Background: an optimization exercise with open tools, aiming at small area, a short achievable clock period and few clock cycles. Do not read the settings as production practice.
The RTL was checked by simulation tests, not by an equivalence proof against the original design.

<file path="flow/design.v">
module red_reduce (
    input  wire        clk,
    input  wire        rst,         
    input  wire        in_valid,
    output wire        in_ready,
    input  wire        in_first,    
    input  wire        in_last,     
    input  wire [7:0]  op,
    input  wire [23:0] p0,
    input  wire [23:0] p1,
    input  wire [23:0] a,
    input  wire        a_ok,
    input  wire [23:0] b,
    input  wire        b_ok,
    output reg         out_valid,
    output reg  [23:0] r0,
    output reg  [23:0] r1,
    output reg         r_ok,
    output reg         nsat,
    output reg         asat
);
    localparam [7:0] OP_SUM   = 8'h30;
    localparam [7:0] OP_MEAN  = 8'h31;
    localparam [7:0] OP_MIN   = 8'h32;
    localparam [7:0] OP_MAX   = 8'h33;
    localparam [7:0] OP_COUNT = 8'h34;
    localparam [7:0] OP_RMS   = 8'h36;
    localparam [7:0] OP_DOT   = 8'h37;
    localparam [2:0] ST_COLLECT = 3'd0;
    localparam [2:0] ST_FINISH  = 3'd1;
    localparam [2:0] ST_DIV     = 3'd2;
    localparam [2:0] ST_ROUND   = 3'd3;
    localparam [2:0] ST_SQRT    = 3'd4;
    localparam [2:0] ST_ROOT    = 3'd5;
    localparam [2:0] ST_OUT     = 3'd6;
    localparam signed [57:0] ACC_MAX = 58'sh0_7FFF_FFFF_FFFF;    
    localparam signed [57:0] ACC_MIN = -58'sh0_8000_0000_0000;   
    reg  [2:0]  state;
    reg  [7:0]  op_r;
    reg  [4:0]  sh_r;
    reg  [10:0] minv_r;
    reg  [10:0] idx;              
    reg  [10:0] cnt;              
    reg  signed [57:0] sum;       
    reg  signed [23:0] best;      
    reg  [9:0]  best_idx;
    assign in_ready = (state == ST_COLLECT);
    wire take = in_valid && in_ready;
    wire [7:0]  e_op   = in_first ? op : op_r;
    wire [10:0] e_idx  = in_first ? 11'd0 : idx;
    wire [10:0] e_cnt  = in_first ? 11'd0 : cnt;
    wire e_use = (e_op == OP_DOT) ? (a_ok && b_ok) : a_ok;
    wire signed [23:0] sa = a;
    wire signed [23:0] sb = b;
    wire signed [47:0] prod = sa * ((e_op == OP_RMS) ? sa : sb);
    reg  signed [57:0] addend;
    always @(*) begin
        case (e_op)
            OP_RMS, OP_DOT: addend = {{10{prod[47]}}, prod};
            default:        addend = {{34{sa[23]}}, sa};
        endcase
    end
    wire signed [57:0] e_sum = in_first ? 58'sd0 : sum;
    wire better = (e_op == OP_MIN) ? (sa < best) : (sa > best);
    wire first_valid = in_first || (cnt == 11'd0);
    reg  [56:0] div_n;            
    reg  [56:0] div_q;            
    reg  [11:0] div_r;            
    reg  [5:0]  div_i;            
    reg         neg;              
    reg  [47:0] sq_m;             
    reg  [26:0] sq_r;             
    reg  [24:0] sq_root;
    reg  [4:0]  sq_i;
    wire        minv_met = (cnt >= ((minv_r == 11'd0) ? 11'd1 : minv_r));
    wire               acc_hi = sum > ACC_MAX;
    wire               acc_lo = sum < ACC_MIN;
    wire signed [47:0] acc    = acc_hi ? ACC_MAX[47:0] : acc_lo ? ACC_MIN[47:0] : sum[47:0];
    wire signed [47:0] q_fl   = acc >>> sh_r;
    wire        [47:0] mask   = (48'd1 << sh_r) - 48'd1;
    wire        [47:0] rem    = acc & mask;
    wire        [47:0] half   = (sh_r == 5'd0) ? 48'd0 : (48'd1 << (sh_r - 5'd1));
    wire               rnd_up = (sh_r != 5'd0) &&
                                ((rem > half) || ((rem == half) && q_fl[0]));
    wire signed [47:0] q      = q_fl + {47'd0, rnd_up};
    wire               q_hi   = q > 48'sd8388607;
    wire               q_lo   = q < -48'sd8388608;
    wire        [23:0] narrowed = q_hi ? 24'h7FFFFF : q_lo ? 24'h800000 : q[23:0];
    wire [11:0] div_t  = {div_r[10:0], div_n[56]};
    wire        div_ge = div_t >= {1'b0, cnt};
    wire [11:0] rem2    = {div_r[10:0], 1'b0};
    wire        div_up  = (rem2 > {1'b0, cnt}) || ((rem2 == {1'b0, cnt}) && div_q[0]);
    wire [56:0] div_res = div_q + {56'd0, div_up};
    wire [26:0] sq_t   = {sq_r[24:0], sq_m[47:46]};
    wire [26:0] sq_try = {1'b0, sq_root[23:0], 2'b01};
    wire        sq_ge  = sq_t >= sq_try;
    wire [24:0] rms_root = sq_root + {24'd0, (sq_r > {2'b0, sq_root})};
    always @(posedge clk) begin
        if (rst) begin
            state     <= ST_COLLECT;
            out_valid <= 1'b0;
        end else begin
            out_valid <= 1'b0;
            case (state)
                ST_COLLECT: begin
                    if (take) begin
                        if (in_first) begin
                            op_r   <= op;
                            case (op)
                                OP_SUM, OP_DOT: begin
                                    sh_r   <= p0[4:0];
                                    minv_r <= p1[10:0];
                                end
                                default: begin
                                    sh_r   <= 5'd0;
                                    minv_r <= p0[10:0];
                                end
                            endcase
                        end
                        idx <= e_idx + 11'd1;
                        if (e_use) begin
                            cnt <= e_cnt + 11'd1;
                            sum <= e_sum + addend;
                            if (first_valid || better) begin
                                best     <= sa;
                                best_idx <= e_idx[9:0];
                            end
                        end else begin
                            cnt <= e_cnt;
                            sum <= e_sum;
                            if (in_first) begin
                                best     <= 24'sd0;
                                best_idx <= 10'd0;
                            end
                        end
                        if (in_last) begin
                            state <= ST_FINISH;
                        end
                    end
                end
                ST_FINISH: begin
                    state <= ST_OUT;
                    r0    <= 24'd0;
                    r1    <= 24'd0;
                    r_ok  <= 1'b0;
                    nsat  <= 1'b0;
                    asat  <= 1'b0;
                    case (op_r)
                        OP_COUNT: begin
                            r0   <= {13'd0, cnt};
                            r_ok <= 1'b1;
                        end
                        OP_SUM, OP_DOT: if (minv_met) begin
                            r0   <= narrowed;
                            r_ok <= 1'b1;
                            nsat <= q_hi || q_lo;
                            asat <= acc_hi || acc_lo;
                        end
                        OP_MIN, OP_MAX: if (minv_met) begin
                            r0   <= best;
                            r1   <= {14'd0, best_idx};
                            r_ok <= 1'b1;
                        end
                        OP_MEAN, OP_RMS: if (minv_met) begin
                            neg   <= sum[57];
                            div_n <= sum[57] ? (~sum[56:0] + 57'd1) : sum[56:0];
                            div_q <= 57'd0;
                            div_r <= 12'd0;
                            div_i <= 6'd56;
                            state <= ST_DIV;
                        end
                        default: ;
                    endcase
                end
                ST_DIV: begin
                    div_n <= {div_n[55:0], 1'b0};
                    div_q <= {div_q[55:0], div_ge};
                    div_r <= div_ge ? (div_t - {1'b0, cnt}) : div_t;
                    div_i <= div_i - 6'd1;
                    if (div_i == 6'd0)
                        state <= ST_ROUND;
                end
                ST_ROUND: begin
                    if (op_r == OP_MEAN) begin
                        r0    <= neg ? (24'd0 - div_res[23:0]) : div_res[23:0];
                        r_ok  <= 1'b1;
                        state <= ST_OUT;
                    end else begin
                        sq_m    <= div_res[47:0];
                        sq_r    <= 27'd0;
                        sq_root <= 25'd0;
                        sq_i    <= 5'd23;
                        state   <= ST_SQRT;
                    end
                end
                ST_SQRT: begin
                    sq_m    <= {sq_m[45:0], 2'b00};
                    sq_r    <= sq_ge ? (sq_t - sq_try) : sq_t;
                    sq_root <= {sq_root[23:0], sq_ge};
                    sq_i    <= sq_i - 5'd1;
                    if (sq_i == 5'd0)
                        state <= ST_ROOT;
                end
                ST_ROOT: begin
                    r_ok <= 1'b1;
                    if (rms_root > 25'd8388607) begin
                        r0   <= 24'h7FFFFF;
                        nsat <= 1'b1;
                    end else begin
                        r0   <= rms_root[23:0];
                    end
                    state <= ST_OUT;
                end
                ST_OUT: begin
                    out_valid <= 1'b1;
                    state     <= ST_COLLECT;
                end
                default: state <= ST_COLLECT;
            endcase
        end
    end
endmodule
</file>
<file path="flow/run.sh">
#!/bin/bash
# synth_recipe.tcl (not shown) runs the flow's synth.tcl, then flattens the netlist and writes it again
# the make line also repeats each setting of config.mk as NAME=value (left out here)
make -C /OpenROAD-flow-scripts/flow DESIGN_CONFIG=/design/flow/config.mk WORK_HOME=/design/flow/orfs CLKGATE_MAP_FILE= SYNTH_SCRIPT=/design/flow/synth_recipe.tcl finish
</file>
<file path="flow/config.mk">
export PLATFORM = sky130hd
export DESIGN_NAME = red_reduce
export DESIGN_NICKNAME = red_reduce
export VERILOG_FILES = /design/flow/design.v
export SDC_FILE = /design/flow/constraint.sdc
export NUM_CORES = 4
export LEC_CHECK = 0
export CAP_MARGIN = 20
export CORE_MARGIN = 2
export CORE_UTILIZATION = 40
export SLEW_MARGIN = 20
</file>
<file path="flow/constraint.sdc">
create_clock -name core_clock -period 14.0 [get_ports {clk}]
set_input_delay 2.8000 -clock core_clock [delete_from_list [all_inputs] [get_ports {clk}]]
set_output_delay 2.8000 -clock core_clock [all_outputs]
set_load 0.01 [all_outputs]
</file>
==> results.txt <==
## registers in the layout (all words and copies together) (netlist names), 11 cells and up
register / cells
div_n: 57
sq_r: 27
sq_m: 48
sq_root: 25
minv_r: 11
r0: 24
best: 24
cnt: 11
div_r: 11
sum: 58
div_q: 48
## through the flow
stage / instances / setup WS [ns] / utilization [%]
finish: 8101 / 0.4601 / 45.98
global route: 8100 / -0.06629 / 45.98
detailed placement: 7976 / -0.8290 / 44.08
CTS: 8057 / 0.007378 / 45.23
floorplan: 6036 / -0.1481 / -
global placement: 7976 / -0.7395 / 44.08
## cell type report
| type | instances | share of cell area, % |
|---|---|---|
| multi-input combinational | 4504 | 61.75 |
| sequential | 406 | 19.53 |
| timing repair buffer | 564 | 8.081 |
| inverter | 765 | 4.620 |
| tap | 1781 | 3.582 |
| clock buffer | 54 | 1.897 |
| clock inverter | 26 | 0.5330 |
| antenna | 1 | 0.004023 |
## metal layers
metal  vias to the layer above  track usage [%]  part of all wire [%]  wire length [um]
met2                      1304            36.14                    46             71730
li1                      20650                -                     -                 -
met5                         -                0                 0.045                70
met1                     21950            32.13                    45             71260
met3                       209            2.977                   6.3              9836
met4                        12            5.522                   2.7              4191
## final timing paths
check | from | to | slack, ns | cells after the start
setup / recovery | op[5] | sum[57] | 0.46 | 53
hold / removal | sq_m[26] | sq_m[28] | 0.52 | 2
setup reg to reg | op_r[7] | sum[57] | 2.52 | 52
hold reg to reg | sq_m[26] | sq_m[28] | 0.52 | 2
## synth_stat cells, drive strengths merged (42+ instances only)
library cell,n,area share [%]
and2,281,3.2
ha,311,7.1
xnor2,185,3.0
edfxtp,402,22
inv,765,5.3
and3,54,0.62
nand3,123,1.3
a21oi,279,2.6
buf,86,0.98
mux4,52,2.2
clkbuf,275,1.9
nor3,83,0.80
fa,609,22
nor2b,154,1.8
o21ai,332,3.1
a21o,84,1.2
nor2,341,2.4
o31ai,42,0.60
xor2,136,2.2
nand2,764,5.3
nand4,56,0.67
nand2b,49,0.58
mux2,57,1.2
## what timing repair did
action / CTS / global route
pin swaps: 2 / 103
resized for setup: 8 / 149
setup buffers: 1 / 39
cloned: 0 / 4
endpoints found under the setup margin: 3 / 12
## logic make-up (layout without fill, tap and decap cells)
family,count (synthesis),count (layout)
simple gates,2048,2048
other cells,2,17
mux,136,136
fa+ha+maj,920,920
compound gates,1063,1063
flops,406,406
buf+inv,1126,1409
xor+xnor,321,321
## worst max-delay path, delay by kind of cell
family | cells | cell delay [ns]
muxes | 2 | 0.40
AOI/OAI and AO/OA | 20 | 3.42
adders and majority gates | 9 | 4.18
buffers and inverters | 11 | 1.53
xor gates and xnor gates | 3 | 0.46
and+or+nand+nor | 8 | 1.10
==> results.txt <==
xor and xnor area share after synthesis=between 5 and 6%; status=timing/DRC/antenna clean; die height=~370 um; WP data arrival=13.91 ns; YS warnings=1; Final Setup Violations=0; Post-route DRC=0; Worst Path Max Fanout=8; average size of a mapped cell=9.041 um2; CP max stage cell=fa_1; FP Rows=135; clock buffer count from CTS=45; fmax=73.86 MHz; worst-margin pin slew=1.052 ns; Compound-Gate Fraction of Synth Area=12.48%; #FFs+latches synth=406; final WL=157100 um; Final HPWL DP=124700 um; CTS Hold Bufs=0; CTS tree=done; Post-synth ARST share=0%; setup_tns=0 ns; Hold Crit Class=reg2reg; Tmin final=13.54 ns; Multi-input gate area=38410 um2; number of synthesized flops with an enable pin=roughly 400; clock latency at the later pin of the worst-skew pair=around 0.62 ns; Startpoint Class=input pin; FF+latch area=12150 um2; CTS Buffer Depth=3; Setup Skew=between 0.02 and 0.025 ns; first-pass GRT wire length=250200 um; largest net degree at the start of global routing=162; Synth Flop Type=edfxtp_1; CP endpoint kind=flip-flop; Finished Cell Area=roughly 62000 um2; CTS sink cnt=406; sequential area share after synthesis=22.32%; GRT Util Overall=22.52%; final antenna-violating net count=0; Adder-Cell Fraction of Synth Area=29.54%; layout cells sized above 1=12.60%; Post-Synthesis Cells=6022; synthesized area=around 54000 um2; post-synthesis mux area share=under 10%; die width=approximately 370 um; initial antenna violation count=7; H-tree lvl count=2; Initial Utilization=40.24%; Hold WS=around 0.52 ns; area grow syn2layout=14.26%; final cycle utilization of the critical path=96.71%; cell area after placement=between 50000 and 60000 um2; Slew Viols, Final=0; Avg Vias per Cell=5.446; nets=between 7000 and 8000; die area=139100 um2; DR vias=44120; I/O pin count=roughly 160; 1st-pass router iterations=6; number of global-route vias before repair=about 44000; Netlist cell types=110; Simple-Gate Fraction of Synth Area=18.49%; Worst path max stage delay=0.58 ns; most frequent cells in the layout=inv_1, nand2_1, fa_1; clk slew on worst S/H paths=roughly 0.070 ns; Iter 0 DRT Violations=3839; Clock Tree Root=clkbuf_16; largest family of logic cells by synthesized area=adder cells; final hold vios=0; global route overflow=0; Layout fillers=12880; core area=135300 um2; Final Wtd Congestion=slightly above 0.9; CP Class=in2reg; MaxCap Viol Count=0; WP data required=around 14 ns; slew margin rel.=between 20% and 30%; WL per Instance=between 15 and 20 um; I/O Buffers=123; crit-path most repeated cell=a21o_1; commonest non-fill, non-tap cell in the layout=inv_1
Testbench counts, summed over its fixed seeds: cycles 63,935.

[re-timing with driven ports]
How much do the figures lean on ideal ports? The routed layout below was timed once more, with nothing changed but the port constraints.
Step 1 assumes that a clkbuf_16 drives the clock port and a buf_2 every other input.
Step 2, shift: input delay + t, output delay - t, t = (earliest + latest rising clock arrival at the registers) / 2. This alone moves slack from input paths to output paths.
a / b / c = no drivers / after step 1 / after step 2; a / b = the first two.
t, ns: 0.678
setup WS [ns]: 0.460 / 0.489 / -0.189
worst setup path after step 2: input to register
pins driven straight from the clock port: 1
Met with ideal ports but missed after step 2: setup timing in this run. The setup slack of this run moves by +0.029 ns with the drivers and by -0.649 ns with both steps.
